Context: an optimization exercise on an open-source flow, tuned for small area and a short achievable clock period. The choices shown serve that exercise and are no tape-out recipe.
Only simulation tests tie the RTL to the original design; equivalence was not proved.

--- standard.sh ---
#!/bin/bash
# synth_recipe.tcl (not shown) runs the flow's synth.tcl, then flattens the netlist and writes it again
# the make line also repeats each setting of config.mk as NAME=value (left out here)
make -C /OpenROAD-flow-scripts/flow DESIGN_CONFIG=/design/flow/config.mk WORK_HOME=/design/flow/orfs CLKGATE_MAP_FILE= SYNTH_SCRIPT=/design/flow/synth_recipe.tcl "${@:-finish}"
--- flow/run.sh ---
#!/bin/bash
# The standard ORFS layout (the standard.sh), with two changes:
# timing repair keeps a setup margin, so that paths are optimised well below
# the 20 ns clock, and the ports get plain buffers.
set -euo pipefail
bash standard.sh SETUP_SLACK_MARGIN=14.6 "BUFFER_PORTS_ARGS=-buffer_cell sky130_fd_sc_hd__buf_1"  "CTS_ARGS=-sink_clustering_enable -repair_clock_nets -dont_use_dummy_load -sink_clustering_size 30 -sink_clustering_max_diameter 60" finish > orfs_flow.log 2>&1
--- config.mk ---
export PLATFORM = sky130hd
export DESIGN_NAME = memi_bch79
export DESIGN_NICKNAME = memi_bch79
export VERILOG_FILES = /design/flow/design.v
export SDC_FILE = /design/flow/constraint.sdc
export NUM_CORES = 4
export LEC_CHECK = 0
export CAP_MARGIN = 20
export CORE_MARGIN = 2
export CORE_UTILIZATION = 50
export GPL_TIMING_DRIVEN = 1
export SLEW_MARGIN = 20
--- design.v ---
module memi_bch79 (
    input  wire        clk,
    input  wire        rst_n,
    input  wire        enc_valid,
    input  wire [63:0] enc_data,
    output reg         enc_out_valid,
    output reg  [78:0] enc_code,
    input  wire        dec_valid,
    input  wire [78:0] dec_code,
    output reg         dec_out_valid,
    output reg  [63:0] dec_data,
    output reg  [1:0]  dec_status
);
    function [6:0] gf_mul;
        input [6:0] a;
        input [6:0] b;
        integer k;
        reg [6:0] acc;
        reg [6:0] sh;
        begin
            acc = 7'd0;
            sh  = a;
            for (k = 0; k < 7; k = k + 1) begin
                if (b[k]) acc = acc ^ sh;
                sh = {sh[5:0], 1'b0} ^ (sh[6] ? 7'h09 : 7'h00);
            end
            gf_mul = acc;
        end
    endfunction
    wire [13:0] enc_chk;
    wire enc_par;
    wire ex0 = enc_data[17] ^ enc_data[43];
    wire ex1 = enc_data[14] ^ enc_data[3];
    wire ex2 = enc_data[0] ^ enc_data[22];
    wire ex3 = enc_data[13] ^ enc_data[46];
    wire ex4 = enc_data[27] ^ enc_data[33];
    wire ex5 = enc_data[30] ^ enc_data[44];
    wire ex6 = enc_data[1] ^ enc_data[23];
    wire ex7 = enc_data[31] ^ enc_data[47];
    wire ex8 = enc_data[37] ^ enc_data[62];
    wire ex9 = enc_data[2] ^ enc_data[24];
    wire ex10 = enc_data[38] ^ enc_data[63];
    wire ex11 = enc_data[25] ^ enc_data[26];
    wire ex12 = enc_data[32] ^ enc_data[4];
    wire ex13 = enc_data[18] ^ enc_data[5];
    wire ex14 = enc_data[29] ^ enc_data[45];
    wire ex15 = enc_data[48] ^ enc_data[61];
    wire ex16 = enc_data[50] ^ enc_data[53];
    wire ex17 = enc_data[56] ^ ex1;
    wire ex18 = enc_data[28] ^ enc_data[59];
    wire ex19 = enc_data[10] ^ enc_data[54];
    wire ex20 = enc_data[49] ^ enc_data[57];
    wire ex21 = enc_data[11] ^ enc_data[55];
    wire ex22 = enc_data[12] ^ enc_data[58];
    wire ex23 = enc_data[42] ^ enc_data[6];
    wire ex24 = enc_data[9] ^ ex0;
    wire ex25 = ex14 ^ ex4;
    wire ex26 = ex16 ^ ex2;
    wire ex27 = enc_data[39] ^ ex6;
    wire ex28 = enc_data[7] ^ ex8;
    wire ex29 = enc_data[40] ^ ex9;
    wire ex30 = enc_data[41] ^ ex3;
    wire ex31 = ex5 ^ ex7;
    wire ex32 = enc_data[35] ^ enc_data[60];
    wire ex33 = enc_data[34] ^ ex18;
    wire ex34 = ex15 ^ ex19;
    wire ex35 = enc_data[21] ^ ex10;
    wire ex36 = ex11 ^ ex12;
    wire ex37 = enc_data[20] ^ ex28;
    wire ex38 = enc_data[15] ^ enc_data[19];
    wire ex39 = enc_data[52] ^ enc_data[8];
    wire ex40 = enc_data[16] ^ enc_data[50];
    wire ex41 = enc_data[14] ^ ex13;
    wire ex42 = ex20 ^ ex21;
    wire ex43 = enc_data[61] ^ ex23;
    wire ex44 = ex22 ^ ex40;
    wire ex45 = enc_data[51] ^ ex24;
    wire ex46 = ex27 ^ ex32;
    wire ex47 = enc_data[36] ^ ex29;
    wire ex48 = enc_data[60] ^ ex35;
    wire ex49 = ex30 ^ ex42;
    wire ex50 = ex17 ^ ex31;
    wire ex51 = enc_data[5] ^ enc_data[58];
    wire ex52 = enc_data[30] ^ enc_data[43];
    wire ex53 = enc_data[22] ^ enc_data[55];
    wire ex54 = enc_data[26] ^ enc_data[49];
    wire ex55 = enc_data[10] ^ enc_data[4];
    wire ex56 = enc_data[42] ^ enc_data[47];
    wire ex57 = enc_data[57] ^ ex3;
    wire ex58 = enc_data[6] ^ ex15;
    wire ex59 = enc_data[13] ^ ex0;
    wire ex60 = enc_data[38] ^ ex4;
    wire ex61 = enc_data[40] ^ ex39;
    wire ex62 = ex38 ^ ex52;
    wire ex63 = enc_data[25] ^ ex10;
    wire ex64 = enc_data[23] ^ ex13;
    wire ex65 = enc_data[0] ^ ex1;
    wire ex66 = enc_data[29] ^ ex21;
    wire ex67 = enc_data[2] ^ ex22;
    wire ex68 = enc_data[62] ^ ex11;
    wire ex69 = ex12 ^ ex54;
    wire ex70 = enc_data[27] ^ ex23;
    wire ex71 = enc_data[37] ^ ex33;
    wire ex72 = enc_data[39] ^ ex26;
    wire ex73 = ex25 ^ ex41;
    wire ex74 = ex26 ^ ex60;
    wire ex75 = ex34 ^ ex61;
    wire ex76 = enc_data[32] ^ ex25;
    wire ex77 = enc_data[41] ^ ex44;
    wire ex78 = enc_data[46] ^ ex43;
    wire ex79 = ex27 ^ ex63;
    wire ex80 = enc_data[9] ^ ex29;
    wire ex81 = enc_data[24] ^ ex30;
    wire ex82 = ex31 ^ ex36;
    wire ex83 = ex24 ^ ex33;
    wire ex84 = enc_data[63] ^ ex17;
    wire ex85 = ex45 ^ ex58;
    wire ex86 = enc_data[16] ^ ex37;
    wire ex87 = enc_data[54] ^ ex48;
    wire ex88 = ex47 ^ ex62;
    wire ex89 = ex50 ^ ex53;
    wire ex90 = ex37 ^ ex65;
    wire ex91 = ex46 ^ ex68;
    wire ex92 = enc_data[15] ^ ex49;
    wire ex_enc_chk_0_0 = enc_data[8] ^ ex38;
    wire ex_enc_chk_0_1 = ex5 ^ ex57;
    wire ex_enc_chk_0_2 = ex_enc_chk_0_0 ^ ex71;
    wire ex_enc_chk_0_3 = ex72 ^ ex73;
    wire ex_enc_chk_0_4 = ex_enc_chk_0_1 ^ ex85;
    wire ex_enc_chk_0_5 = ex_enc_chk_0_2 ^ ex_enc_chk_0_3;
    assign enc_chk[0] = ex_enc_chk_0_4 ^ ex_enc_chk_0_5;
    wire ex_enc_chk_1_0 = enc_data[59] ^ ex20;
    wire ex_enc_chk_1_1 = ex51 ^ ex7;
    wire ex_enc_chk_1_2 = ex59 ^ ex_enc_chk_1_0;
    wire ex_enc_chk_1_3 = ex_enc_chk_1_1 ^ ex46;
    wire ex_enc_chk_1_4 = ex74 ^ ex75;
    wire ex_enc_chk_1_5 = ex_enc_chk_1_2 ^ ex86;
    wire ex_enc_chk_1_6 = ex_enc_chk_1_3 ^ ex_enc_chk_1_4;
    assign enc_chk[1] = ex_enc_chk_1_5 ^ ex_enc_chk_1_6;
    wire ex_enc_chk_2_0 = ex2 ^ ex51;
    wire ex_enc_chk_2_1 = ex6 ^ ex8;
    wire ex_enc_chk_2_2 = ex_enc_chk_2_0 ^ ex_enc_chk_2_1;
    wire ex_enc_chk_2_3 = ex49 ^ ex76;
    wire ex_enc_chk_2_4 = ex_enc_chk_2_2 ^ ex87;
    wire ex_enc_chk_2_5 = ex88 ^ ex_enc_chk_2_3;
    assign enc_chk[2] = ex_enc_chk_2_4 ^ ex_enc_chk_2_5;
    wire ex_enc_chk_3_0 = enc_data[20] ^ enc_data[33];
    wire ex_enc_chk_3_1 = ex9 ^ ex_enc_chk_3_0;
    wire ex_enc_chk_3_2 = ex_enc_chk_3_1 ^ ex71;
    wire ex_enc_chk_3_3 = ex77 ^ ex78;
    wire ex_enc_chk_3_4 = ex79 ^ ex89;
    wire ex_enc_chk_3_5 = ex_enc_chk_3_2 ^ ex_enc_chk_3_3;
    assign enc_chk[3] = ex_enc_chk_3_4 ^ ex_enc_chk_3_5;
    wire ex_enc_chk_4_0 = enc_data[19] ^ enc_data[21];
    wire ex_enc_chk_4_1 = enc_data[28] ^ enc_data[8];
    wire ex_enc_chk_4_2 = ex32 ^ ex_enc_chk_4_0;
    wire ex_enc_chk_4_3 = ex_enc_chk_4_1 ^ ex28;
    wire ex_enc_chk_4_4 = ex36 ^ ex64;
    wire ex_enc_chk_4_5 = ex_enc_chk_4_2 ^ ex50;
    wire ex_enc_chk_4_6 = ex74 ^ ex78;
    wire ex_enc_chk_4_7 = ex80 ^ ex_enc_chk_4_3;
    wire ex_enc_chk_4_8 = ex_enc_chk_4_4 ^ ex_enc_chk_4_5;
    wire ex_enc_chk_4_9 = ex_enc_chk_4_6 ^ ex_enc_chk_4_7;
    assign enc_chk[4] = ex_enc_chk_4_8 ^ ex_enc_chk_4_9;
    wire ex_enc_chk_5_0 = enc_data[17] ^ enc_data[18];
    wire ex_enc_chk_5_1 = enc_data[36] ^ enc_data[59];
    wire ex_enc_chk_5_2 = ex10 ^ ex16;
    wire ex_enc_chk_5_3 = ex19 ^ ex6;
    wire ex_enc_chk_5_4 = ex_enc_chk_5_0 ^ ex_enc_chk_5_1;
    wire ex_enc_chk_5_5 = ex_enc_chk_5_2 ^ ex_enc_chk_5_3;
    wire ex_enc_chk_5_6 = ex_enc_chk_5_4 ^ ex81;
    wire ex_enc_chk_5_7 = ex82 ^ ex_enc_chk_5_5;
    wire ex_enc_chk_5_8 = ex90 ^ ex_enc_chk_5_6;
    assign enc_chk[5] = ex_enc_chk_5_7 ^ ex_enc_chk_5_8;
    wire ex_enc_chk_6_0 = enc_data[1] ^ ex9;
    wire ex_enc_chk_6_1 = ex26 ^ ex43;
    wire ex_enc_chk_6_2 = ex57 ^ ex66;
    wire ex_enc_chk_6_3 = ex_enc_chk_6_0 ^ ex82;
    wire ex_enc_chk_6_4 = ex83 ^ ex_enc_chk_6_1;
    wire ex_enc_chk_6_5 = ex_enc_chk_6_2 ^ ex87;
    wire ex_enc_chk_6_6 = ex_enc_chk_6_3 ^ ex_enc_chk_6_4;
    assign enc_chk[6] = ex_enc_chk_6_5 ^ ex_enc_chk_6_6;
    wire ex_enc_chk_7_0 = enc_data[43] ^ enc_data[51];
    wire ex_enc_chk_7_1 = enc_data[7] ^ ex13;
    wire ex_enc_chk_7_2 = ex_enc_chk_7_0 ^ ex34;
    wire ex_enc_chk_7_3 = ex67 ^ ex_enc_chk_7_1;
    wire ex_enc_chk_7_4 = ex76 ^ ex_enc_chk_7_2;
    wire ex_enc_chk_7_5 = ex_enc_chk_7_3 ^ ex89;
    wire ex_enc_chk_7_6 = ex91 ^ ex_enc_chk_7_4;
    assign enc_chk[7] = ex_enc_chk_7_5 ^ ex_enc_chk_7_6;
    wire ex_enc_chk_8_0 = enc_data[31] ^ enc_data[52];
    wire ex_enc_chk_8_1 = ex8 ^ ex_enc_chk_8_0;
    wire ex_enc_chk_8_2 = ex64 ^ ex66;
    wire ex_enc_chk_8_3 = ex69 ^ ex_enc_chk_8_1;
    wire ex_enc_chk_8_4 = ex45 ^ ex47;
    wire ex_enc_chk_8_5 = ex72 ^ ex84;
    wire ex_enc_chk_8_6 = ex_enc_chk_8_2 ^ ex_enc_chk_8_3;
    wire ex_enc_chk_8_7 = ex_enc_chk_8_4 ^ ex_enc_chk_8_5;
    assign enc_chk[8] = ex_enc_chk_8_6 ^ ex_enc_chk_8_7;
    wire ex_enc_chk_9_0 = enc_data[12] ^ ex12;
    wire ex_enc_chk_9_1 = ex14 ^ ex2;
    wire ex_enc_chk_9_2 = ex17 ^ ex_enc_chk_9_0;
    wire ex_enc_chk_9_3 = ex_enc_chk_9_1 ^ ex75;
    wire ex_enc_chk_9_4 = ex79 ^ ex81;
    wire ex_enc_chk_9_5 = ex83 ^ ex_enc_chk_9_2;
    wire ex_enc_chk_9_6 = ex_enc_chk_9_3 ^ ex_enc_chk_9_4;
    assign enc_chk[9] = ex_enc_chk_9_5 ^ ex_enc_chk_9_6;
    wire ex_enc_chk_10_0 = enc_data[29] ^ enc_data[33];
    wire ex_enc_chk_10_1 = enc_data[53] ^ ex5;
    wire ex_enc_chk_10_2 = ex55 ^ ex56;
    wire ex_enc_chk_10_3 = ex_enc_chk_10_0 ^ ex41;
    wire ex_enc_chk_10_4 = ex_enc_chk_10_1 ^ ex_enc_chk_10_2;
    wire ex_enc_chk_10_5 = ex80 ^ ex_enc_chk_10_3;
    wire ex_enc_chk_10_6 = ex_enc_chk_10_4 ^ ex91;
    wire ex_enc_chk_10_7 = ex92 ^ ex_enc_chk_10_5;
    assign enc_chk[10] = ex_enc_chk_10_6 ^ ex_enc_chk_10_7;
    wire ex_enc_chk_11_0 = enc_data[11] ^ enc_data[34];
    wire ex_enc_chk_11_1 = enc_data[45] ^ enc_data[5];
    wire ex_enc_chk_11_2 = ex11 ^ ex7;
    wire ex_enc_chk_11_3 = ex_enc_chk_11_0 ^ ex_enc_chk_11_1;
    wire ex_enc_chk_11_4 = ex34 ^ ex70;
    wire ex_enc_chk_11_5 = ex_enc_chk_11_2 ^ ex_enc_chk_11_3;
    wire ex_enc_chk_11_6 = ex77 ^ ex84;
    wire ex_enc_chk_11_7 = ex_enc_chk_11_4 ^ ex_enc_chk_11_5;
    wire ex_enc_chk_11_8 = ex88 ^ ex_enc_chk_11_6;
    assign enc_chk[11] = ex_enc_chk_11_7 ^ ex_enc_chk_11_8;
    wire ex_enc_chk_12_0 = enc_data[12] ^ enc_data[3];
    wire ex_enc_chk_12_1 = enc_data[31] ^ enc_data[35];
    wire ex_enc_chk_12_2 = enc_data[44] ^ enc_data[48];
    wire ex_enc_chk_12_3 = enc_data[51] ^ ex0;
    wire ex_enc_chk_12_4 = ex18 ^ ex_enc_chk_12_0;
    wire ex_enc_chk_12_5 = ex_enc_chk_12_1 ^ ex_enc_chk_12_2;
    wire ex_enc_chk_12_6 = ex36 ^ ex70;
    wire ex_enc_chk_12_7 = ex_enc_chk_12_3 ^ ex_enc_chk_12_4;
    wire ex_enc_chk_12_8 = ex_enc_chk_12_5 ^ ex_enc_chk_12_6;
    wire ex_enc_chk_12_9 = ex_enc_chk_12_7 ^ ex86;
    wire ex_enc_chk_12_10 = ex92 ^ ex_enc_chk_12_8;
    assign enc_chk[12] = ex_enc_chk_12_9 ^ ex_enc_chk_12_10;
    wire ex_enc_chk_13_0 = enc_data[28] ^ enc_data[36];
    wire ex_enc_chk_13_1 = enc_data[44] ^ enc_data[56];
    wire ex_enc_chk_13_2 = enc_data[7] ^ ex39;
    wire ex_enc_chk_13_3 = ex56 ^ ex_enc_chk_13_0;
    wire ex_enc_chk_13_4 = ex_enc_chk_13_1 ^ ex44;
    wire ex_enc_chk_13_5 = ex59 ^ ex69;
    wire ex_enc_chk_13_6 = ex_enc_chk_13_2 ^ ex_enc_chk_13_3;
    wire ex_enc_chk_13_7 = ex48 ^ ex73;
    wire ex_enc_chk_13_8 = ex_enc_chk_13_4 ^ ex_enc_chk_13_5;
    wire ex_enc_chk_13_9 = ex_enc_chk_13_6 ^ ex_enc_chk_13_7;
    assign enc_chk[13] = ex_enc_chk_13_8 ^ ex_enc_chk_13_9;
    wire ex_enc_par_0 = enc_data[1] ^ enc_data[11];
    wire ex_enc_par_1 = enc_data[19] ^ enc_data[52];
    wire ex_enc_par_2 = ex20 ^ ex55;
    wire ex_enc_par_3 = ex_enc_par_0 ^ ex_enc_par_1;
    wire ex_enc_par_4 = ex25 ^ ex35;
    wire ex_enc_par_5 = ex67 ^ ex_enc_par_2;
    wire ex_enc_par_6 = ex_enc_par_3 ^ ex_enc_par_4;
    wire ex_enc_par_7 = ex_enc_par_5 ^ ex85;
    wire ex_enc_par_8 = ex90 ^ ex_enc_par_6;
    assign enc_par = ex_enc_par_7 ^ ex_enc_par_8;
    always @(posedge clk) begin
        enc_out_valid <= rst_n & enc_valid;
        enc_code      <= {enc_par, enc_chk, enc_data};
    end
    wire [6:0] s1_c, s3_c;
    wire p_ca, p_cb;
    wire sx0 = dec_code[41] ^ dec_code[61];
    wire sx1 = dec_code[10] ^ dec_code[37];
    wire sx2 = dec_code[44] ^ dec_code[58];
    wire sx3 = dec_code[11] ^ dec_code[24];
    wire sx4 = dec_code[16] ^ dec_code[23];
    wire sx5 = dec_code[36] ^ dec_code[9];
    wire sx6 = dec_code[42] ^ dec_code[59];
    wire sx7 = dec_code[43] ^ dec_code[62];
    wire sx8 = dec_code[46] ^ dec_code[60];
    wire sx9 = dec_code[19] ^ dec_code[3];
    wire sx10 = dec_code[38] ^ sx1;
    wire sx11 = sx0 ^ sx2;
    wire sx12 = dec_code[5] ^ dec_code[53];
    wire sx13 = dec_code[2] ^ dec_code[25];
    wire sx14 = dec_code[47] ^ dec_code[72];
    wire sx15 = dec_code[12] ^ dec_code[26];
    wire sx16 = dec_code[35] ^ sx4;
    wire sx17 = dec_code[45] ^ sx6;
    wire sx18 = dec_code[13] ^ dec_code[27];
    wire sx19 = dec_code[14] ^ dec_code[17];
    wire sx20 = dec_code[40] ^ dec_code[57];
    wire sx21 = dec_code[55] ^ dec_code[63];
    wire sx22 = dec_code[15] ^ dec_code[18];
    wire sx23 = dec_code[54] ^ dec_code[6];
    wire sx24 = dec_code[34] ^ dec_code[39];
    wire sx25 = dec_code[48] ^ dec_code[73];
    wire sx26 = dec_code[71] ^ sx5;
    wire sx27 = dec_code[32] ^ sx9;
    wire sx28 = dec_code[20] ^ sx3;
    wire sx29 = dec_code[0] ^ dec_code[7];
    wire sx30 = dec_code[1] ^ dec_code[28];
    wire sx31 = dec_code[33] ^ dec_code[4];
    wire sx32 = dec_code[52] ^ dec_code[77];
    wire sx33 = dec_code[8] ^ sx18;
    wire sx34 = sx20 ^ sx8;
    wire sx35 = dec_code[29] ^ sx13;
    wire sx36 = dec_code[22] ^ sx15;
    wire sx37 = sx17 ^ sx7;
    wire sx38 = dec_code[31] ^ sx11;
    wire sx39 = dec_code[56] ^ sx10;
    wire sx40 = dec_code[49] ^ dec_code[74];
    wire sx41 = dec_code[51] ^ sx12;
    wire sx42 = dec_code[21] ^ sx24;
    wire sx43 = dec_code[69] ^ sx21;
    wire sx44 = sx14 ^ sx25;
    wire sx45 = dec_code[75] ^ sx26;
    wire sx46 = sx16 ^ sx29;
    wire sx47 = sx28 ^ sx31;
    wire sx48 = dec_code[11] ^ dec_code[30];
    wire sx49 = dec_code[50] ^ dec_code[68];
    wire sx50 = sx19 ^ sx30;
    wire sx51 = dec_code[76] ^ sx22;
    wire sx52 = dec_code[67] ^ sx40;
    wire sx53 = dec_code[4] ^ sx32;
    wire sx54 = dec_code[13] ^ sx27;
    wire sx55 = dec_code[5] ^ sx35;
    wire sx56 = sx11 ^ sx43;
    wire sx57 = dec_code[70] ^ sx36;
    wire sx58 = dec_code[64] ^ sx37;
    wire sx59 = sx33 ^ sx46;
    wire sx60 = sx23 ^ sx38;
    wire sx61 = sx42 ^ sx55;
    wire sx62 = dec_code[42] ^ dec_code[8];
    wire sx63 = dec_code[26] ^ dec_code[47];
    wire sx64 = dec_code[57] ^ dec_code[7];
    wire sx65 = dec_code[61] ^ dec_code[66];
    wire sx66 = dec_code[77] ^ dec_code[9];
    wire sx67 = dec_code[14] ^ dec_code[76];
    wire sx68 = dec_code[52] ^ dec_code[58];
    wire sx69 = dec_code[25] ^ dec_code[73];
    wire sx70 = dec_code[28] ^ dec_code[38];
    wire sx71 = dec_code[36] ^ dec_code[62];
    wire sx72 = dec_code[0] ^ dec_code[22];
    wire sx73 = dec_code[1] ^ dec_code[45];
    wire sx74 = dec_code[51] ^ dec_code[53];
    wire sx75 = sx0 ^ sx12;
    wire sx76 = dec_code[12] ^ sx14;
    wire sx77 = dec_code[63] ^ sx7;
    wire sx78 = dec_code[65] ^ sx8;
    wire sx79 = dec_code[50] ^ sx22;
    wire sx80 = sx25 ^ sx63;
    wire sx81 = sx48 ^ sx66;
    wire sx82 = dec_code[75] ^ sx49;
    wire sx83 = sx23 ^ sx68;
    wire sx84 = dec_code[54] ^ sx32;
    wire sx85 = dec_code[71] ^ sx74;
    wire sx86 = dec_code[39] ^ sx41;
    wire sx87 = sx15 ^ sx52;
    wire sx88 = sx34 ^ sx41;
    wire sx89 = dec_code[10] ^ sx53;
    wire sx90 = sx19 ^ sx27;
    wire sx91 = sx26 ^ sx72;
    wire sx92 = sx28 ^ sx9;
    wire sx93 = sx44 ^ sx84;
    wire sx94 = sx13 ^ sx16;
    wire sx95 = dec_code[19] ^ sx51;
    wire sx96 = sx38 ^ sx54;
    wire sx97 = sx39 ^ sx86;
    wire sx98 = sx45 ^ sx87;
    wire sx99 = sx39 ^ sx47;
    wire sx100 = sx56 ^ sx69;
    wire sx_s1_c_0_0 = dec_code[30] ^ dec_code[32];
    wire sx_s1_c_0_1 = dec_code[37] ^ dec_code[48];
    wire sx_s1_c_0_2 = sx21 ^ sx3;
    wire sx_s1_c_0_3 = sx_s1_c_0_0 ^ sx_s1_c_0_1;
    wire sx_s1_c_0_4 = sx34 ^ sx50;
    wire sx_s1_c_0_5 = sx75 ^ sx_s1_c_0_2;
    wire sx_s1_c_0_6 = sx_s1_c_0_3 ^ sx45;
    wire sx_s1_c_0_7 = sx_s1_c_0_4 ^ sx_s1_c_0_5;
    wire sx_s1_c_0_8 = sx58 ^ sx59;
    wire sx_s1_c_0_9 = sx_s1_c_0_6 ^ sx_s1_c_0_7;
    assign s1_c[0] = sx_s1_c_0_8 ^ sx_s1_c_0_9;
    wire sx_s1_c_1_0 = dec_code[24] ^ dec_code[33];
    wire sx_s1_c_1_1 = dec_code[49] ^ sx5;
    wire sx_s1_c_1_2 = sx62 ^ sx_s1_c_1_0;
    wire sx_s1_c_1_3 = sx35 ^ sx50;
    wire sx_s1_c_1_4 = sx51 ^ sx76;
    wire sx_s1_c_1_5 = sx77 ^ sx78;
    wire sx_s1_c_1_6 = sx_s1_c_1_1 ^ sx_s1_c_1_2;
    wire sx_s1_c_1_7 = sx39 ^ sx_s1_c_1_3;
    wire sx_s1_c_1_8 = sx_s1_c_1_4 ^ sx_s1_c_1_5;
    wire sx_s1_c_1_9 = sx_s1_c_1_6 ^ sx60;
    wire sx_s1_c_1_10 = sx_s1_c_1_7 ^ sx_s1_c_1_8;
    assign s1_c[1] = sx_s1_c_1_9 ^ sx_s1_c_1_10;
    wire sx_s1_c_2_0 = dec_code[16] ^ dec_code[44];
    wire sx_s1_c_2_1 = sx21 ^ sx24;
    wire sx_s1_c_2_2 = sx64 ^ sx65;
    wire sx_s1_c_2_3 = sx_s1_c_2_0 ^ sx10;
    wire sx_s1_c_2_4 = sx35 ^ sx79;
    wire sx_s1_c_2_5 = sx80 ^ sx81;
    wire sx_s1_c_2_6 = sx_s1_c_2_1 ^ sx_s1_c_2_2;
    wire sx_s1_c_2_7 = sx37 ^ sx54;
    wire sx_s1_c_2_8 = sx_s1_c_2_3 ^ sx_s1_c_2_4;
    wire sx_s1_c_2_9 = sx_s1_c_2_5 ^ sx_s1_c_2_6;
    wire sx_s1_c_2_10 = sx_s1_c_2_7 ^ sx_s1_c_2_8;
    assign s1_c[2] = sx_s1_c_2_9 ^ sx_s1_c_2_10;
    wire sx_s1_c_3_0 = dec_code[20] ^ dec_code[23];
    wire sx_s1_c_3_1 = dec_code[24] ^ dec_code[55];
    wire sx_s1_c_3_2 = sx30 ^ sx31;
    wire sx_s1_c_3_3 = sx6 ^ sx64;
    wire sx_s1_c_3_4 = sx_s1_c_3_0 ^ sx_s1_c_3_1;
    wire sx_s1_c_3_5 = sx_s1_c_3_2 ^ sx_s1_c_3_3;
    wire sx_s1_c_3_6 = sx_s1_c_3_4 ^ sx_s1_c_3_5;
    wire sx_s1_c_3_7 = sx96 ^ sx97;
    wire sx_s1_c_3_8 = sx98 ^ sx_s1_c_3_6;
    assign s1_c[3] = sx_s1_c_3_7 ^ sx_s1_c_3_8;
    wire sx_s1_c_4_0 = dec_code[32] ^ dec_code[60];
    wire sx_s1_c_4_1 = dec_code[72] ^ sx20;
    wire sx_s1_c_4_2 = sx67 ^ sx_s1_c_4_0;
    wire sx_s1_c_4_3 = sx33 ^ sx82;
    wire sx_s1_c_4_4 = sx83 ^ sx_s1_c_4_1;
    wire sx_s1_c_4_5 = sx_s1_c_4_2 ^ sx37;
    wire sx_s1_c_4_6 = sx_s1_c_4_3 ^ sx_s1_c_4_4;
    wire sx_s1_c_4_7 = sx61 ^ sx99;
    wire sx_s1_c_4_8 = sx_s1_c_4_5 ^ sx_s1_c_4_6;
    assign s1_c[4] = sx_s1_c_4_7 ^ sx_s1_c_4_8;
    wire sx_s1_c_5_0 = dec_code[15] ^ dec_code[3];
    wire sx_s1_c_5_1 = dec_code[33] ^ dec_code[35];
    wire sx_s1_c_5_2 = dec_code[43] ^ dec_code[59];
    wire sx_s1_c_5_3 = dec_code[6] ^ dec_code[7];
    wire sx_s1_c_5_4 = sx67 ^ sx70;
    wire sx_s1_c_5_5 = sx_s1_c_5_0 ^ sx_s1_c_5_1;
    wire sx_s1_c_5_6 = sx_s1_c_5_2 ^ sx_s1_c_5_3;
    wire sx_s1_c_5_7 = sx36 ^ sx42;
    wire sx_s1_c_5_8 = sx81 ^ sx_s1_c_5_4;
    wire sx_s1_c_5_9 = sx_s1_c_5_5 ^ sx_s1_c_5_6;
    wire sx_s1_c_5_10 = sx88 ^ sx_s1_c_5_7;
    wire sx_s1_c_5_11 = sx_s1_c_5_8 ^ sx_s1_c_5_9;
    wire sx_s1_c_5_12 = sx100 ^ sx_s1_c_5_10;
    assign s1_c[5] = sx_s1_c_5_11 ^ sx_s1_c_5_12;
    wire sx_s1_c_6_0 = dec_code[15] ^ dec_code[29];
    wire sx_s1_c_6_1 = dec_code[40] ^ dec_code[47];
    wire sx_s1_c_6_2 = dec_code[56] ^ dec_code[60];
    wire sx_s1_c_6_3 = dec_code[74] ^ sx24;
    wire sx_s1_c_6_4 = sx71 ^ sx_s1_c_6_0;
    wire sx_s1_c_6_5 = sx_s1_c_6_1 ^ sx_s1_c_6_2;
    wire sx_s1_c_6_6 = sx17 ^ sx_s1_c_6_3;
    wire sx_s1_c_6_7 = sx_s1_c_6_4 ^ sx_s1_c_6_5;
    wire sx_s1_c_6_8 = sx57 ^ sx89;
    wire sx_s1_c_6_9 = sx_s1_c_6_6 ^ sx_s1_c_6_7;
    wire sx_s1_c_6_10 = sx59 ^ sx60;
    wire sx_s1_c_6_11 = sx_s1_c_6_8 ^ sx_s1_c_6_9;
    assign s1_c[6] = sx_s1_c_6_10 ^ sx_s1_c_6_11;
    wire sx_s3_c_0_0 = dec_code[69] ^ sx40;
    wire sx_s3_c_0_1 = sx75 ^ sx80;
    wire sx_s3_c_0_2 = sx83 ^ sx_s3_c_0_0;
    wire sx_s3_c_0_3 = sx47 ^ sx90;
    wire sx_s3_c_0_4 = sx91 ^ sx_s3_c_0_1;
    wire sx_s3_c_0_5 = sx_s3_c_0_2 ^ sx58;
    wire sx_s3_c_0_6 = sx_s3_c_0_3 ^ sx_s3_c_0_4;
    assign s3_c[0] = sx_s3_c_0_5 ^ sx_s3_c_0_6;
    wire sx_s3_c_1_0 = dec_code[17] ^ dec_code[59];
    wire sx_s3_c_1_1 = dec_code[68] ^ dec_code[77];
    wire sx_s3_c_1_2 = sx71 ^ sx73;
    wire sx_s3_c_1_3 = sx_s3_c_1_0 ^ sx_s3_c_1_1;
    wire sx_s3_c_1_4 = sx43 ^ sx76;
    wire sx_s3_c_1_5 = sx_s3_c_1_2 ^ sx_s3_c_1_3;
    wire sx_s3_c_1_6 = sx46 ^ sx92;
    wire sx_s3_c_1_7 = sx_s3_c_1_4 ^ sx_s3_c_1_5;
    wire sx_s3_c_1_8 = sx60 ^ sx97;
    wire sx_s3_c_1_9 = sx_s3_c_1_6 ^ sx_s3_c_1_7;
    assign s3_c[1] = sx_s3_c_1_8 ^ sx_s3_c_1_9;
    wire sx_s3_c_2_0 = dec_code[57] ^ sx18;
    wire sx_s3_c_2_1 = sx19 ^ sx4;
    wire sx_s3_c_2_2 = sx70 ^ sx8;
    wire sx_s3_c_2_3 = sx77 ^ sx_s3_c_2_0;
    wire sx_s3_c_2_4 = sx_s3_c_2_1 ^ sx_s3_c_2_2;
    wire sx_s3_c_2_5 = sx92 ^ sx93;
    wire sx_s3_c_2_6 = sx_s3_c_2_3 ^ sx_s3_c_2_4;
    wire sx_s3_c_2_7 = sx61 ^ sx98;
    wire sx_s3_c_2_8 = sx_s3_c_2_5 ^ sx_s3_c_2_6;
    assign s3_c[2] = sx_s3_c_2_7 ^ sx_s3_c_2_8;
    wire sx_s3_c_3_0 = dec_code[21] ^ dec_code[23];
    wire sx_s3_c_3_1 = dec_code[27] ^ dec_code[34];
    wire sx_s3_c_3_2 = dec_code[52] ^ sx1;
    wire sx_s3_c_3_3 = sx14 ^ sx29;
    wire sx_s3_c_3_4 = sx3 ^ sx73;
    wire sx_s3_c_3_5 = sx_s3_c_3_0 ^ sx_s3_c_3_1;
    wire sx_s3_c_3_6 = sx78 ^ sx79;
    wire sx_s3_c_3_7 = sx_s3_c_3_2 ^ sx_s3_c_3_3;
    wire sx_s3_c_3_8 = sx_s3_c_3_4 ^ sx_s3_c_3_5;
    wire sx_s3_c_3_9 = sx45 ^ sx57;
    wire sx_s3_c_3_10 = sx90 ^ sx_s3_c_3_6;
    wire sx_s3_c_3_11 = sx_s3_c_3_7 ^ sx_s3_c_3_8;
    wire sx_s3_c_3_12 = sx100 ^ sx_s3_c_3_9;
    wire sx_s3_c_3_13 = sx_s3_c_3_10 ^ sx_s3_c_3_11;
    assign s3_c[3] = sx_s3_c_3_12 ^ sx_s3_c_3_13;
    wire sx_s3_c_4_0 = dec_code[18] ^ dec_code[21];
    wire sx_s3_c_4_1 = dec_code[68] ^ dec_code[70];
    wire sx_s3_c_4_2 = sx62 ^ sx_s3_c_4_0;
    wire sx_s3_c_4_3 = sx_s3_c_4_1 ^ sx44;
    wire sx_s3_c_4_4 = sx_s3_c_4_2 ^ sx88;
    wire sx_s3_c_4_5 = sx89 ^ sx94;
    wire sx_s3_c_4_6 = sx_s3_c_4_3 ^ sx96;
    wire sx_s3_c_4_7 = sx_s3_c_4_4 ^ sx_s3_c_4_5;
    assign s3_c[4] = sx_s3_c_4_6 ^ sx_s3_c_4_7;
    wire sx_s3_c_5_0 = dec_code[2] ^ dec_code[34];
    wire sx_s3_c_5_1 = dec_code[55] ^ dec_code[61];
    wire sx_s3_c_5_2 = dec_code[67] ^ sx12;
    wire sx_s3_c_5_3 = sx2 ^ sx23;
    wire sx_s3_c_5_4 = sx48 ^ sx49;
    wire sx_s3_c_5_5 = sx7 ^ sx_s3_c_5_0;
    wire sx_s3_c_5_6 = sx_s3_c_5_1 ^ sx10;
    wire sx_s3_c_5_7 = sx16 ^ sx34;
    wire sx_s3_c_5_8 = sx53 ^ sx_s3_c_5_2;
    wire sx_s3_c_5_9 = sx_s3_c_5_3 ^ sx_s3_c_5_4;
    wire sx_s3_c_5_10 = sx_s3_c_5_5 ^ sx91;
    wire sx_s3_c_5_11 = sx95 ^ sx_s3_c_5_6;
    wire sx_s3_c_5_12 = sx_s3_c_5_7 ^ sx_s3_c_5_8;
    wire sx_s3_c_5_13 = sx_s3_c_5_9 ^ sx_s3_c_5_10;
    wire sx_s3_c_5_14 = sx_s3_c_5_11 ^ sx_s3_c_5_12;
    assign s3_c[5] = sx_s3_c_5_13 ^ sx_s3_c_5_14;
    wire sx_s3_c_6_0 = dec_code[46] ^ dec_code[62];
    wire sx_s3_c_6_1 = dec_code[74] ^ sx30;
    wire sx_s3_c_6_2 = sx65 ^ sx_s3_c_6_0;
    wire sx_s3_c_6_3 = sx17 ^ sx33;
    wire sx_s3_c_6_4 = sx44 ^ sx85;
    wire sx_s3_c_6_5 = sx_s3_c_6_1 ^ sx_s3_c_6_2;
    wire sx_s3_c_6_6 = sx57 ^ sx94;
    wire sx_s3_c_6_7 = sx95 ^ sx_s3_c_6_3;
    wire sx_s3_c_6_8 = sx_s3_c_6_4 ^ sx_s3_c_6_5;
    wire sx_s3_c_6_9 = sx99 ^ sx_s3_c_6_6;
    wire sx_s3_c_6_10 = sx_s3_c_6_7 ^ sx_s3_c_6_8;
    assign s3_c[6] = sx_s3_c_6_9 ^ sx_s3_c_6_10;
    wire sx_p_ca_0 = dec_code[30] ^ dec_code[31];
    wire sx_p_ca_1 = dec_code[6] ^ sx22;
    wire sx_p_ca_2 = sx5 ^ sx_p_ca_0;
    wire sx_p_ca_3 = sx10 ^ sx27;
    wire sx_p_ca_4 = sx36 ^ sx50;
    wire sx_p_ca_5 = sx_p_ca_1 ^ sx_p_ca_2;
    wire sx_p_ca_6 = sx47 ^ sx_p_ca_3;
    wire sx_p_ca_7 = sx_p_ca_4 ^ sx_p_ca_5;
    wire sx_p_ca_8 = sx59 ^ sx61;
    wire sx_p_ca_9 = sx_p_ca_6 ^ sx_p_ca_7;
    assign p_ca = sx_p_ca_8 ^ sx_p_ca_9;
    wire sx_p_cb_0 = dec_code[56] ^ dec_code[65];
    wire sx_p_cb_1 = dec_code[66] ^ dec_code[70];
    wire sx_p_cb_2 = dec_code[76] ^ dec_code[78];
    wire sx_p_cb_3 = sx_p_cb_0 ^ sx_p_cb_1;
    wire sx_p_cb_4 = sx_p_cb_2 ^ sx34;
    wire sx_p_cb_5 = sx52 ^ sx82;
    wire sx_p_cb_6 = sx85 ^ sx_p_cb_3;
    wire sx_p_cb_7 = sx56 ^ sx93;
    wire sx_p_cb_8 = sx_p_cb_4 ^ sx_p_cb_5;
    wire sx_p_cb_9 = sx_p_cb_6 ^ sx58;
    wire sx_p_cb_10 = sx_p_cb_7 ^ sx_p_cb_8;
    assign p_cb = sx_p_cb_9 ^ sx_p_cb_10;
    reg        v1;
    reg [63:0] d1;
    reg [6:0]  u_q, s3_q;
    reg        p_qa, p_qb;     
    wire       p_q = p_qa ^ p_qb;
    always @(posedge clk) begin
        v1   <= rst_n & dec_valid;
        d1   <= dec_code[63:0];
        u_q  <= s1_c;
        s3_q <= s3_c;
        p_qa <= p_ca;
        p_qb <= p_cb;
    end
    wire [127:0] u_oh = 128'd1 << u_q;
    wire [6:0] w_inv3;
    assign w_inv3[0] = |(u_oh & 128'h85171f397d3521e1ec0715d9c155d956);
    assign w_inv3[1] = |(u_oh & 128'h77bca8c40edde83cfa9b8fae20590f0);
    assign w_inv3[2] = |(u_oh & 128'hd3d8a3c4b729aac8883ed3b1ef77e000);
    assign w_inv3[3] = |(u_oh & 128'h9d7459fd639529fbdb72e2c062284688);
    assign w_inv3[4] = |(u_oh & 128'h76d02a17ab13d34bf22b331b534913bc);
    assign w_inv3[5] = |(u_oh & 128'h7a55ce6bcde0f5c45424a2b9e9a25f80);
    assign w_inv3[6] = |(u_oh & 128'h4ae285f65b8d65a17edf971ddc8880a0);
    function in_range;
        input [6:0] x;
        begin
            case (x)
                7'd1, 7'd2, 7'd4, 7'd8, 7'd16, 7'd32, 7'd64, 7'd9, 7'd18, 7'd36, 7'd72, 7'd25, 7'd50, 7'd100, 7'd65, 7'd11, 7'd22, 7'd44, 7'd88, 7'd57, 7'd114, 7'd109, 7'd83, 7'd47, 7'd94, 7'd53, 7'd106, 7'd93, 7'd51, 7'd102, 7'd69, 7'd3, 7'd6, 7'd12, 7'd24, 7'd48, 7'd96, 7'd73, 7'd27, 7'd54, 7'd108, 7'd81, 7'd43, 7'd86, 7'd37, 7'd74, 7'd29, 7'd58, 7'd116, 7'd97, 7'd75, 7'd31, 7'd62, 7'd124, 7'd113, 7'd107, 7'd95, 7'd55, 7'd110, 7'd85, 7'd35, 7'd70, 7'd5, 7'd10, 7'd20, 7'd40, 7'd80, 7'd41, 7'd82, 7'd45, 7'd90, 7'd61, 7'd122, 7'd125, 7'd115, 7'd111, 7'd87, 7'd39: in_range = 1'b1;
                default: in_range = 1'b0;
            endcase
        end
    endfunction
    wire [6:0] ls [0:6];
    wire [6:0] ts;
    assign ls[0][0] = ^(s3_q & 7'h0);
    assign ls[0][1] = ^(s3_q & 7'h5c);
    assign ls[0][2] = ^(s3_q & 7'h58);
    assign ls[0][3] = ^(s3_q & 7'h60);
    assign ls[0][4] = ^(s3_q & 7'h16);
    assign ls[0][5] = ^(s3_q & 7'h68);
    assign ls[0][6] = ^(s3_q & 7'h48);
    assign ts[0] = ^(s3_q & 7'h1);
    assign ls[1][0] = ^(s3_q & 7'h0);
    assign ls[1][1] = ^(s3_q & 7'h6e);
    assign ls[1][2] = ^(s3_q & 7'h6c);
    assign ls[1][3] = ^(s3_q & 7'h30);
    assign ls[1][4] = ^(s3_q & 7'hb);
    assign ls[1][5] = ^(s3_q & 7'h74);
    assign ls[1][6] = ^(s3_q & 7'h64);
    assign ts[1] = ^(s3_q & 7'h40);
    assign ls[2][0] = ^(s3_q & 7'h0);
    assign ls[2][1] = ^(s3_q & 7'h77);
    assign ls[2][2] = ^(s3_q & 7'h76);
    assign ls[2][3] = ^(s3_q & 7'h18);
    assign ls[2][4] = ^(s3_q & 7'h5);
    assign ls[2][5] = ^(s3_q & 7'h3a);
    assign ls[2][6] = ^(s3_q & 7'h32);
    assign ts[2] = ^(s3_q & 7'h20);
    assign ls[3][0] = ^(s3_q & 7'h0);
    assign ls[3][1] = ^(s3_q & 7'h7b);
    assign ls[3][2] = ^(s3_q & 7'h3b);
    assign ls[3][3] = ^(s3_q & 7'h4c);
    assign ls[3][4] = ^(s3_q & 7'h42);
    assign ls[3][5] = ^(s3_q & 7'h5d);
    assign ls[3][6] = ^(s3_q & 7'h19);
    assign ts[3] = ^(s3_q & 7'h10);
    assign ls[4][0] = ^(s3_q & 7'h0);
    assign ls[4][1] = ^(s3_q & 7'h3d);
    assign ls[4][2] = ^(s3_q & 7'h1d);
    assign ls[4][3] = ^(s3_q & 7'h66);
    assign ls[4][4] = ^(s3_q & 7'h21);
    assign ls[4][5] = ^(s3_q & 7'h2e);
    assign ls[4][6] = ^(s3_q & 7'hc);
    assign ts[4] = ^(s3_q & 7'h8);
    assign ls[5][0] = ^(s3_q & 7'h0);
    assign ls[5][1] = ^(s3_q & 7'h1e);
    assign ls[5][2] = ^(s3_q & 7'he);
    assign ls[5][3] = ^(s3_q & 7'h33);
    assign ls[5][4] = ^(s3_q & 7'h50);
    assign ls[5][5] = ^(s3_q & 7'h57);
    assign ls[5][6] = ^(s3_q & 7'h46);
    assign ts[5] = ^(s3_q & 7'h44);
    assign ls[6][0] = ^(s3_q & 7'h0);
    assign ls[6][1] = ^(s3_q & 7'h4f);
    assign ls[6][2] = ^(s3_q & 7'h47);
    assign ls[6][3] = ^(s3_q & 7'h59);
    assign ls[6][4] = ^(s3_q & 7'h28);
    assign ls[6][5] = ^(s3_q & 7'h6b);
    assign ls[6][6] = ^(s3_q & 7'h23);
    assign ts[6] = ^(s3_q & 7'h22);
    wire [6:0] y_v = ({7{w_inv3[0]}} & ls[0]) ^ ({7{w_inv3[1]}} & ls[1]) ^
                     ({7{w_inv3[2]}} & ls[2]) ^ ({7{w_inv3[3]}} & ls[3]) ^
                     ({7{w_inv3[4]}} & ls[4]) ^ ({7{w_inv3[5]}} & ls[5]) ^
                     ({7{w_inv3[6]}} & ls[6]);
    wire       trc = ~^(w_inv3 & ts);
    reg        v2;
    reg [63:0] d2;
    reg [6:0]  u2, y2;
    reg        p2, trc2, u_nz2, s3_nz2;
    always @(posedge clk) begin
        v2     <= rst_n & v1;
        d2     <= d1;
        u2     <= u_q;
        y2     <= y_v;
        p2     <= p_q;
        trc2   <= trc;
        u_nz2  <= |u_q;
        s3_nz2 <= |s3_q;
    end
    wire [6:0] ubx [0:6];
    assign ubx[0][0] = ^(u2 & 7'h1);
    assign ubx[0][1] = ^(u2 & 7'h2);
    assign ubx[0][2] = ^(u2 & 7'h4);
    assign ubx[0][3] = ^(u2 & 7'h8);
    assign ubx[0][4] = ^(u2 & 7'h10);
    assign ubx[0][5] = ^(u2 & 7'h20);
    assign ubx[0][6] = ^(u2 & 7'h40);
    assign ubx[1][0] = ^(u2 & 7'h40);
    assign ubx[1][1] = ^(u2 & 7'h1);
    assign ubx[1][2] = ^(u2 & 7'h2);
    assign ubx[1][3] = ^(u2 & 7'h44);
    assign ubx[1][4] = ^(u2 & 7'h8);
    assign ubx[1][5] = ^(u2 & 7'h10);
    assign ubx[1][6] = ^(u2 & 7'h20);
    assign ubx[2][0] = ^(u2 & 7'h20);
    assign ubx[2][1] = ^(u2 & 7'h40);
    assign ubx[2][2] = ^(u2 & 7'h1);
    assign ubx[2][3] = ^(u2 & 7'h22);
    assign ubx[2][4] = ^(u2 & 7'h44);
    assign ubx[2][5] = ^(u2 & 7'h8);
    assign ubx[2][6] = ^(u2 & 7'h10);
    assign ubx[3][0] = ^(u2 & 7'h10);
    assign ubx[3][1] = ^(u2 & 7'h20);
    assign ubx[3][2] = ^(u2 & 7'h40);
    assign ubx[3][3] = ^(u2 & 7'h11);
    assign ubx[3][4] = ^(u2 & 7'h22);
    assign ubx[3][5] = ^(u2 & 7'h44);
    assign ubx[3][6] = ^(u2 & 7'h8);
    assign ubx[4][0] = ^(u2 & 7'h8);
    assign ubx[4][1] = ^(u2 & 7'h10);
    assign ubx[4][2] = ^(u2 & 7'h20);
    assign ubx[4][3] = ^(u2 & 7'h48);
    assign ubx[4][4] = ^(u2 & 7'h11);
    assign ubx[4][5] = ^(u2 & 7'h22);
    assign ubx[4][6] = ^(u2 & 7'h44);
    assign ubx[5][0] = ^(u2 & 7'h44);
    assign ubx[5][1] = ^(u2 & 7'h8);
    assign ubx[5][2] = ^(u2 & 7'h10);
    assign ubx[5][3] = ^(u2 & 7'h64);
    assign ubx[5][4] = ^(u2 & 7'h48);
    assign ubx[5][5] = ^(u2 & 7'h11);
    assign ubx[5][6] = ^(u2 & 7'h22);
    assign ubx[6][0] = ^(u2 & 7'h22);
    assign ubx[6][1] = ^(u2 & 7'h44);
    assign ubx[6][2] = ^(u2 & 7'h8);
    assign ubx[6][3] = ^(u2 & 7'h32);
    assign ubx[6][4] = ^(u2 & 7'h64);
    assign ubx[6][5] = ^(u2 & 7'h48);
    assign ubx[6][6] = ^(u2 & 7'h11);
    wire [6:0] x1  = ({7{y2[0]}} & ubx[0]) ^ ({7{y2[1]}} & ubx[1]) ^
                     ({7{y2[2]}} & ubx[2]) ^ ({7{y2[3]}} & ubx[3]) ^
                     ({7{y2[4]}} & ubx[4]) ^ ({7{y2[5]}} & ubx[5]) ^
                     ({7{y2[6]}} & ubx[6]);
    wire [6:0] x2  = x1 ^ u2;
    wire       u_nz  = u_nz2;
    wire       s3_nz = s3_nz2;
    wire       x1_z  = ~|x1;
    wire       in1   = in_range(x1);
    wire       in2   = in_range(x2);
    wire       ok    = u_nz & ~trc2 & in2 & ((in1 & ~p2) | x1_z);
    reg [7:0]  lo1, lo2;
    reg [15:0] hi1, hi2;
    integer i;
    always @* begin
        for (i = 0; i < 8; i = i + 1) begin
            lo1[i] = ok & (x1[2:0] == i);
            lo2[i] = ok & (x2[2:0] == i);
        end
        for (i = 0; i < 16; i = i + 1) begin
            hi1[i] = (x1[6:3] == i);
            hi2[i] = (x2[6:3] == i);
        end
    end
    wire [63:0] fix;
    assign fix[0] = (lo1[1] & hi1[8]) | (lo2[1] & hi2[8]);
    assign fix[1] = (lo1[3] & hi1[1]) | (lo2[3] & hi2[1]);
    assign fix[2] = (lo1[6] & hi1[2]) | (lo2[6] & hi2[2]);
    assign fix[3] = (lo1[4] & hi1[5]) | (lo2[4] & hi2[5]);
    assign fix[4] = (lo1[0] & hi1[11]) | (lo2[0] & hi2[11]);
    assign fix[5] = (lo1[1] & hi1[7]) | (lo2[1] & hi2[7]);
    assign fix[6] = (lo1[2] & hi1[14]) | (lo2[2] & hi2[14]);
    assign fix[7] = (lo1[5] & hi1[13]) | (lo2[5] & hi2[13]);
    assign fix[8] = (lo1[3] & hi1[10]) | (lo2[3] & hi2[10]);
    assign fix[9] = (lo1[7] & hi1[5]) | (lo2[7] & hi2[5]);
    assign fix[10] = (lo1[6] & hi1[11]) | (lo2[6] & hi2[11]);
    assign fix[11] = (lo1[5] & hi1[6]) | (lo2[5] & hi2[6]);
    assign fix[12] = (lo1[2] & hi1[13]) | (lo2[2] & hi2[13]);
    assign fix[13] = (lo1[5] & hi1[11]) | (lo2[5] & hi2[11]);
    assign fix[14] = (lo1[3] & hi1[6]) | (lo2[3] & hi2[6]);
    assign fix[15] = (lo1[6] & hi1[12]) | (lo2[6] & hi2[12]);
    assign fix[16] = (lo1[5] & hi1[8]) | (lo2[5] & hi2[8]);
    assign fix[17] = (lo1[3] & hi1[0]) | (lo2[3] & hi2[0]);
    assign fix[18] = (lo1[6] & hi1[0]) | (lo2[6] & hi2[0]);
    assign fix[19] = (lo1[4] & hi1[1]) | (lo2[4] & hi2[1]);
    assign fix[20] = (lo1[0] & hi1[3]) | (lo2[0] & hi2[3]);
    assign fix[21] = (lo1[0] & hi1[6]) | (lo2[0] & hi2[6]);
    assign fix[22] = (lo1[0] & hi1[12]) | (lo2[0] & hi2[12]);
    assign fix[23] = (lo1[1] & hi1[9]) | (lo2[1] & hi2[9]);
    assign fix[24] = (lo1[3] & hi1[3]) | (lo2[3] & hi2[3]);
    assign fix[25] = (lo1[6] & hi1[6]) | (lo2[6] & hi2[6]);
    assign fix[26] = (lo1[4] & hi1[13]) | (lo2[4] & hi2[13]);
    assign fix[27] = (lo1[1] & hi1[10]) | (lo2[1] & hi2[10]);
    assign fix[28] = (lo1[3] & hi1[5]) | (lo2[3] & hi2[5]);
    assign fix[29] = (lo1[6] & hi1[10]) | (lo2[6] & hi2[10]);
    assign fix[30] = (lo1[5] & hi1[4]) | (lo2[5] & hi2[4]);
    assign fix[31] = (lo1[2] & hi1[9]) | (lo2[2] & hi2[9]);
    assign fix[32] = (lo1[5] & hi1[3]) | (lo2[5] & hi2[3]);
    assign fix[33] = (lo1[2] & hi1[7]) | (lo2[2] & hi2[7]);
    assign fix[34] = (lo1[4] & hi1[14]) | (lo2[4] & hi2[14]);
    assign fix[35] = (lo1[1] & hi1[12]) | (lo2[1] & hi2[12]);
    assign fix[36] = (lo1[3] & hi1[9]) | (lo2[3] & hi2[9]);
    assign fix[37] = (lo1[7] & hi1[3]) | (lo2[7] & hi2[3]);
    assign fix[38] = (lo1[6] & hi1[7]) | (lo2[6] & hi2[7]);
    assign fix[39] = (lo1[4] & hi1[15]) | (lo2[4] & hi2[15]);
    assign fix[40] = (lo1[1] & hi1[14]) | (lo2[1] & hi2[14]);
    assign fix[41] = (lo1[3] & hi1[13]) | (lo2[3] & hi2[13]);
    assign fix[42] = (lo1[7] & hi1[11]) | (lo2[7] & hi2[11]);
    assign fix[43] = (lo1[7] & hi1[6]) | (lo2[7] & hi2[6]);
    assign fix[44] = (lo1[6] & hi1[13]) | (lo2[6] & hi2[13]);
    assign fix[45] = (lo1[5] & hi1[10]) | (lo2[5] & hi2[10]);
    assign fix[46] = (lo1[3] & hi1[4]) | (lo2[3] & hi2[4]);
    assign fix[47] = (lo1[6] & hi1[8]) | (lo2[6] & hi2[8]);
    assign fix[48] = (lo1[5] & hi1[0]) | (lo2[5] & hi2[0]);
    assign fix[49] = (lo1[2] & hi1[1]) | (lo2[2] & hi2[1]);
    assign fix[50] = (lo1[4] & hi1[2]) | (lo2[4] & hi2[2]);
    assign fix[51] = (lo1[0] & hi1[5]) | (lo2[0] & hi2[5]);
    assign fix[52] = (lo1[0] & hi1[10]) | (lo2[0] & hi2[10]);
    assign fix[53] = (lo1[1] & hi1[5]) | (lo2[1] & hi2[5]);
    assign fix[54] = (lo1[2] & hi1[10]) | (lo2[2] & hi2[10]);
    assign fix[55] = (lo1[5] & hi1[5]) | (lo2[5] & hi2[5]);
    assign fix[56] = (lo1[2] & hi1[11]) | (lo2[2] & hi2[11]);
    assign fix[57] = (lo1[5] & hi1[7]) | (lo2[5] & hi2[7]);
    assign fix[58] = (lo1[2] & hi1[15]) | (lo2[2] & hi2[15]);
    assign fix[59] = (lo1[5] & hi1[15]) | (lo2[5] & hi2[15]);
    assign fix[60] = (lo1[3] & hi1[14]) | (lo2[3] & hi2[14]);
    assign fix[61] = (lo1[7] & hi1[13]) | (lo2[7] & hi2[13]);
    assign fix[62] = (lo1[7] & hi1[10]) | (lo2[7] & hi2[10]);
    assign fix[63] = (lo1[7] & hi1[4]) | (lo2[7] & hi2[4]);
    reg [1:0] st;
    always @* begin
        if (ok)
            st = (x1_z & p2) ? 2'd1 : 2'd2;
        else if (!u_nz && !s3_nz)
            st = {1'b0, p2};
        else
            st = 2'd3;
    end
    always @(posedge clk) begin
        dec_out_valid <= rst_n & v2;
        dec_data      <= d2 ^ fix;
        dec_status    <= st;
    end
endmodule
--- constraint.sdc ---
create_clock -name core_clock -period 20.0 [get_ports {clk}]
set_input_delay 4.0000 -clock core_clock [delete_from_list [all_inputs] [get_ports {clk}]]
set_output_delay 4.0000 -clock core_clock [all_outputs]
set_load 0.01 [all_outputs]
==> run summary, run 1 <==
Iter 0 DRT Violations=1268; area share of the largest cell type after synthesis=0.3628; nets=2194; average wire per standard cell=22.31 um; R2R depth=13; worst r2r src=u2[6]; Async S/R FF share, synth=0; CP most frequent cell=xnor2_1; CTS tree=built; clock latency (worst-skew pair)=0.55 ns; cts hold-fix bufs=0; Boundary Pins=294; global-route usage over all layers=0.3023; Min-Delay Path Depth=0; sequential-to-total area share from yosys stat=0.3628; Crit path max-delay family=XOR/XNOR gates; MaxCap Viol Count=0; TNS Setup=0 ns; Worst Hold Launch=d1[13]; syn nets=1950; clock tree buffer depth=3; drt total wl=55340 um; synth warn=1; HPWL after DPL=43860 um; commonest cells after routing, fill and taps aside=xnor2_1, dfxtp_1, buf_1; WP buf/inv=1; root buffer cell=clkbuf_16; core area=0.03362 mm^2; slowest stage cell, crit path=xnor2_2; final hold vios=0; Port Buffers=293; Worst-Margin Slew=0.9470 ns; die height=189.0 um; drt first pass iters=6; status=complete, no violations; CP arrival=between 5 and 6 ns; r2r setup slk=14.87 ns; Worst Hold End=d2[13]; drt via density=between 5 and 6; most common cell after layout, fill and taps aside=xnor2_1; CP required=20.46 ns; Syn-to-layout area delta=13.26%; Critical Path Max Stage Delay=0.48 ns; leading post-synthesis cells by cell area=dfxtp_1, xnor2_1, xor2_1; Avg Synthesized Cell Area=9.555 um^2; Synth area leader=dfxtp_1; Die Wd=189.0 um; synthesized area=0.01710 mm^2; #FFs+latches synth=310; die area=0.03570 mm^2; Fmax=184.6 MHz; total gr overflow=0; RSZ-0062 raised after global routing=yes; crit start category=input port; Max H-tree Level=1; cell count after synthesis=about 1.8k; clk sink count=310; reg2reg end=dec_data[7]; Core Rows=67; kind of critical path=input port to register; initial antenna violation count=3; clk slew on worst S/H paths=0.07 ns; Post-synth EDFFs=0; DRT antenna net count=0; Slew Limit Fails=0; worst hold slack=0.2966 ns; hold crit path type=register to register; Crit. End Element=register; critical-path cell list=buf_1 > xnor2_2 > xor2_1 > xnor2_1 > xnor2_1 > xnor2_1 > xnor2_1; initial core utilization=0.5088; fin crit share=0.2708; vias in the first global route=13.47k; Num CTS Buffers=24; Setup violations, final=0; skew final=0.04864 ns; Most used DFF post-synth=dfxtp_1; Via Count=13.79k; post-synth cell types=79; Period minus WS final=roughly 5.4 ns; largest net degree at the start of global routing=51; Slew HR=0.3638; Crit Path Max Fanout=4; DRC=0; share of post-route cells with drive strength above 1=0.05315; first-pass GRT wire length=82230 um; gpl congestion=0.9756
==> synth_stat cells (all sizes together) (26+ instances only) <==
library cell and n:
xnor2 540, a32oi 54, a21oi 42, dfxtp 310, o21ai 30, xor2 129, clkbuf 64, a22o 26
buf 27, nor2 83, inv 30, nor2b 27, nand2 131
==> per-layer routing <==
| metal | vias to the layer above | part of all wire | global-route usage |
|---|---|---|---|
| met5 | - | 0.00029 | 0 |
| met4 | 2 | 0.025 | 0.07542 |
| met3 | 76 | 0.081 | 0.06228 |
| met2 | 665 | 0.44 | 0.4708 |
| met1 | 6526 | 0.45 | 0.4271 |
| li1 | 6516 | - | - |
==> how the worst max path moves through the flow <==
stage                  from      to  slack [ns]  depth (start not counted)
3_3_place_gp   dec_code[34]  u_q[4]       13.67                          8
3_5_place_dp   dec_code[34]  u_q[4]       13.65                          8
6_report       dec_code[62]  u_q[1]       14.58                          7
5_1_grt        dec_code[62]  u_q[1]       14.57                          7
4_1_cts        dec_code[34]  u_q[4]       14.46                          8
2_1_floorplan  dec_code[42]    p_qb       14.60                          7
==> cell type report <==
| class | instances | area, um^2 |
|---|---|---|
| tap | 448 | 560.5 |
| sequential | 310 | 6206 |
| clock buffer | 24 | 600.6 |
| fill | 3101 | 14240 |
| inverter | 31 | 116.4 |
| antenna | 1 | 2.502 |
| timing repair buffer | 308 | 1216 |
| multi-input combinational | 1359 | 10670 |
==> registers in the layout, indices dropped and copies added (netlist names) <==
signal / flops
enc_code: 79
d1: 64
d2: 64
dec_data: 64
s3_q: 7
u2: 7
u_q: 7
y2: 6
dec_status: 2
dec_out_valid: 1
enc_out_valid: 1
p2: 1
p_qa: 1
p_qb: 1
s3_nz2: 1
trc2: 1
u_nz2: 1
v1: 1
v2: 1
==> what timing repair did <==
item / CTS / global route
cloned: 1 / 0
buffers inserted: 0 / 5
setup endpoints to repair: 46 / 60
hold endpoints to repair: 0 / 0
gates resized for setup: 9 / 27
pin swaps: 1 / 3
==> per-stage QoR <==
stage	setup WS, ns	area (um^2)	cells	util
after CTS	14.46	19130	2475	0.5691
after detailed placement	13.65	18460	2450	0.5492
final	14.58	19370	2481	0.5762
after global placement	13.67	18460	2450	0.5492
after floorplan	14.60	17120	1790	-
after global routing	14.57	19370	2481	0.5762
==> kinds of logic (layout without fill, tap and decap cells) <==
kind of cell / after synthesis / count (layout) / synth area share
xor+xnor: 679 / 679 / 0.3586
simple gates: 369 / 370 / 0.1061
flops: 310 / 310 / 0.3628
compound gates: 280 / 280 / 0.1228
buf+inv: 122 / 363 / 0.02985
mux: 17 / 17 / 0.01031
fa+ha+maj: 13 / 13 / 0.009510
other cells: 0 / 1 / 0
==> worst reg2reg max path, stage by stage (launching register included) <==
cell,delay (ns)
dfxtp_1,0.62
xor3_1,0.53
nand2_1,0.09
xor3_1,0.23
xnor3_1,0.65
xnor2_1,0.34
nand2_1,0.28
nor4_1,0.10
nor4_1,0.44
nand3_2,0.37
nor3_4,0.37
buf_4,0.38
a32oi_1,0.36
xnor2_1,0.25
==> run 2, diff against run 1 <==
==> flow/run.sh (replaced) <==
#!/bin/bash
# The standard ORFS layout (the standard.sh), with two changes:
# timing repair keeps a setup margin, so that paths are optimised well below
# the 20 ns clock, and the ports get plain buffers.
set -euo pipefail
bash standard.sh SETUP_SLACK_MARGIN=14.85 "BUFFER_PORTS_ARGS=-buffer_cell sky130_fd_sc_hd__buf_1"  "CTS_ARGS=-sink_clustering_enable -repair_clock_nets -dont_use_dummy_load -sink_clustering_size 30 -sink_clustering_max_diameter 60" finish > orfs_flow.log 2>&1
==> run 2 against run 1 <==
Against the previous run:
- synthesized area is the same
- final area increased by 4.1%
- global-route usage increased by 0.31 points
- non-clock buffer count rose by 7
- clock skew grew 0.015 ns
- clock-buffer cell count grew 1
- sequential cell count did not move
- first-iteration DRC count increased by 4.7%
- worst hold slack improved by 0.0021 ns
- worst setup slack better by 0.28 ns
- critical path type unchanged
- critical endpoint is now p_qa
- largest cell class unchanged
- highest routed layer unchanged
==> run summary, run 2 <==
clk sink count=310 (unchanged); fin crit share=0.2569 (-0.01394); DRT antenna net count=0 (unchanged); die area=0.03570 mm^2 (unchanged); area share of the largest cell type after synthesis=0.3628 (unchanged); sequential-to-total area share from yosys stat=0.3628 (unchanged); Most used DFF post-synth=dfxtp_1; Post-synth EDFFs=0 (unchanged); Boundary Pins=294 (unchanged); synthesized area=0.01710 mm^2 (unchanged); root buffer cell=clkbuf_16; syn nets=1950 (unchanged); Crit path max-delay family=XOR/XNOR gates; Slew HR=0.1912 (-0.1726); Core Rows=67 (unchanged); Fillers=2968 (-4.3%); post-synth cell types=79 (unchanged); Crit Path Max Fanout=3 (-1); final hold vios=0 (unchanged); Largest Register=enc_code; skew final=0.06412 ns (+0.01549 ns); Setup WS pre-CTS=14.13 ns (+0.4756 ns); Port Buffers=293 (unchanged); clock latency (worst-skew pair)=0.58 ns (+0.03 ns); slowest stage cell, crit path=xnor2_1; clk slew on worst S/H paths=0.09 ns (+0.02 ns); TNS Setup=0 ns (unchanged); gpl congestion=0.9274 (-4.9%); WP buf/inv=3 (+2); synth warn=1 (unchanged); core area=0.03362 mm^2 (unchanged); Die Wd=189.0 um (unchanged); drt first pass iters=7 (+1); initial antenna violation count=4 (+1); leading post-synthesis cells by cell area=dfxtp_1, xnor2_1, xor2_1; worst setup margin=14.86 ns (+0.2787 ns); total gr overflow=0 (unchanged); Via Count=13.98k (+1.4%); most frequent cell after synthesis=xnor2_1; cts hold-fix bufs=0 (unchanged); HPWL after DPL=43640 um (-0.52%); vias in the first global route=13.42k (-0.39%); commonest cells after routing, fill and taps aside=xnor2_1, dfxtp_1, buf_1; #FFs+latches synth=310 (unchanged); Synth area leader=dfxtp_1; Async S/R FF share, synth=0 (unchanged); Setup violations, final=0 (unchanged); Synth top cells by count=xnor2_1, dfxtp_1, nand2_1, xor2_1, nor2_1; Avg Synthesized Cell Area=9.555 um^2 (unchanged); Worst-Margin Slew=1.204 ns (+0.2569 ns); most common cell after layout, fill and taps aside=xnor2_1; Fmax=194.6 MHz (+5.4%); crit start category=input port; RSZ-0062 raised after global routing=yes; CP required=20.50 ns (+0.04 ns); nets=2201 (+0.32%); hold crit path type=register to register; Max H-tree Level=1 (unchanged); CP most frequent cell=xnor2_1; share of post-route cells with drive strength above 1=0.1089 (+0.05573); Critical Path Max Stage Delay=0.19 ns (-0.29 ns); global-route usage over all layers=0.3055 (+0.003126); CP arrival=5.64 ns (-0.24 ns); Slew Limit Fails=0 (unchanged); drt via density=5.615 (+1.1%); Iter 0 DRT Violations=1328 (+4.7%); DRC=0 (unchanged); Num CTS Buffers=25 (+4.2%); clock tree buffer depth=3 (unchanged); Period minus WS final=5.137 ns (-0.2787 ns); average wire per standard cell=22.44 um (+0.60%); max reg flops=79 (unchanged); critical-path cell list=buf_2 > xor2_2 > buf_4 > xnor2_4 > xnor2_2 > buf_4 > xnor2_1 > xnor2_1 > xnor2_1 > xnor2_1; MaxCap Viol Count=0 (unchanged); largest net degree at the start of global routing=67 (+31%); Syn-to-layout area delta=17.94%; cell count after synthesis=1790 (unchanged); initial core utilization=0.5088 (unchanged); status=complete, no violations; die height=189.0 um (unchanged); kind of critical path=input port to register; drt total wl=55880 um (+0.97%); CTS tree=built; Crit. End Element=register; first-pass GRT wire length=83230 um (+1.2%)
run 2: cell types whose count changed in the layout (fill, tap and decap cells not counted), sizes merged:
cell,before,now
nor3,24,23
clkbuf,26,53
buf,306,287
diode,1,3
run 2: per-stage QoR:
stage / area (um^2) / hold WS (ns) / cells / utilization
2_1_floorplan: 17780 / 0.3096 / 1790 / -
3_3_place_gp: 19120 / 0.3098 / 2450 / 0.5687
3_5_place_dp: 19120 / 0.3121 / 2450 / 0.5687
4_1_cts: 19860 / 0.3000 / 2479 / 0.5907
5_1_grt: 20170 / 0.3115 / 2489 / 0.6000
6_report: 20170 / 0.2986 / 2490 / 0.6001
run 2: final cells by class:
type | instances | area, um^2 | share of cell area
clock buffer | 25 | 625.6 | 0.03101
antenna | 3 | 7.507 | 0.0003721
sequential | 310 | 6208 | 0.3078
multi-input combinational | 1358 | 11330 | 0.5617
tap | 448 | 560.5 | 0.02779
inverter | 31 | 116.4 | 0.005768
timing repair buffer | 315 | 1324 | 0.06562
run 2: cells by family (layout without fill, tap and decap cells):
group	Yosys count	in the layout	share of synthesized area
adders and majority gates	13	13	0.009510
other	0	3	0
DFF	310	310	0.3628
buffers and inverters	122	371	0.02985
and+or+nand+nor	369	369	0.1061
AOI/OAI and AO/OA	280	280	0.1228
muxes	17	17	0.01031
xor gates and xnor gates	679	679	0.3586
run 2: path summary, 6_finish.rpt:
path	startpoint	endpoint	slack (ns)	cells after the start
max	dec_code[11]	p_qa	14.86	10
min	d1[26]	d2[26]	0.30	0
max reg2reg	u2[6]	dec_data[42]	15.04	12
min reg2reg	d1[26]	d2[26]	0.30	0
run 2: worst reg2reg max path, stage by stage (launching register included):
cell     delay (ns)
dfxtp_1        0.63
xor3_1         0.55
nand2_1        0.10
xor3_1         0.23
xnor3_1        0.56
xor2_2         0.46
nor2_1         0.11
mux2_2         0.29
o21ai_0        0.22
nand3_2        0.28
nor3_1         0.83
a32oi_1        0.22
xnor2_1        0.35
run 2: repair_timing:
action | in CTS | in global routing
cloned | 0 | 0
setup endpoints to repair | 15 | 87
setup buffers | 4 | 8
resized for setup | 24 | 56
pin swaps | 2 | 17
run 2: routing by layer:
layer  GRT usage  vias to the layer above  share of wire
li1            -                     6516              -
met5           0                        -        0.00021
met2      0.4779                      689           0.45
met1      0.4475                     6700           0.46
met4     0.06761                        2          0.019
met3     0.04152                       75          0.078

## re-timing with driven ports
How much do the figures lean on ideal ports? The routed layouts below were timed once more, with nothing changed but the port constraints. Step 1 (the two cells are an assumption about what drives the block):
set clk [get_ports {clk}]
set_driving_cell -lib_cell sky130_fd_sc_hd__clkbuf_16 $clk
set_driving_cell -lib_cell sky130_fd_sc_hd__buf_2 [delete_from_list [all_inputs] $clk]
Step 2 moves the port delays by t, midway between the first and last clock arrival at a register: inputs arrive t later, outputs are due t later. That takes back most of the time a late clock gives input paths. Slacks: no drivers / after step 1 / after step 2; pairs: no drivers / after step 1.
| run | t (ns) | setup slack, ns | hold WS [ns] | worst data-port slew with drivers (ns) |
|---|---|---|---|---|
| run 1 | 0.576 | 14.584 / 14.616 / 14.040 | 0.297 / 0.297 / 0.297 | 0.10 |
| run 2 | 0.597 | 14.863 / 14.841 / 14.288 | 0.299 / 0.299 / 0.299 | 0.08 |
After both steps every run listed still meets setup and hold. For run 2, which loses most, drivers alone change the setup slack by -0.022 ns; drivers and shift together by -0.575 ns.
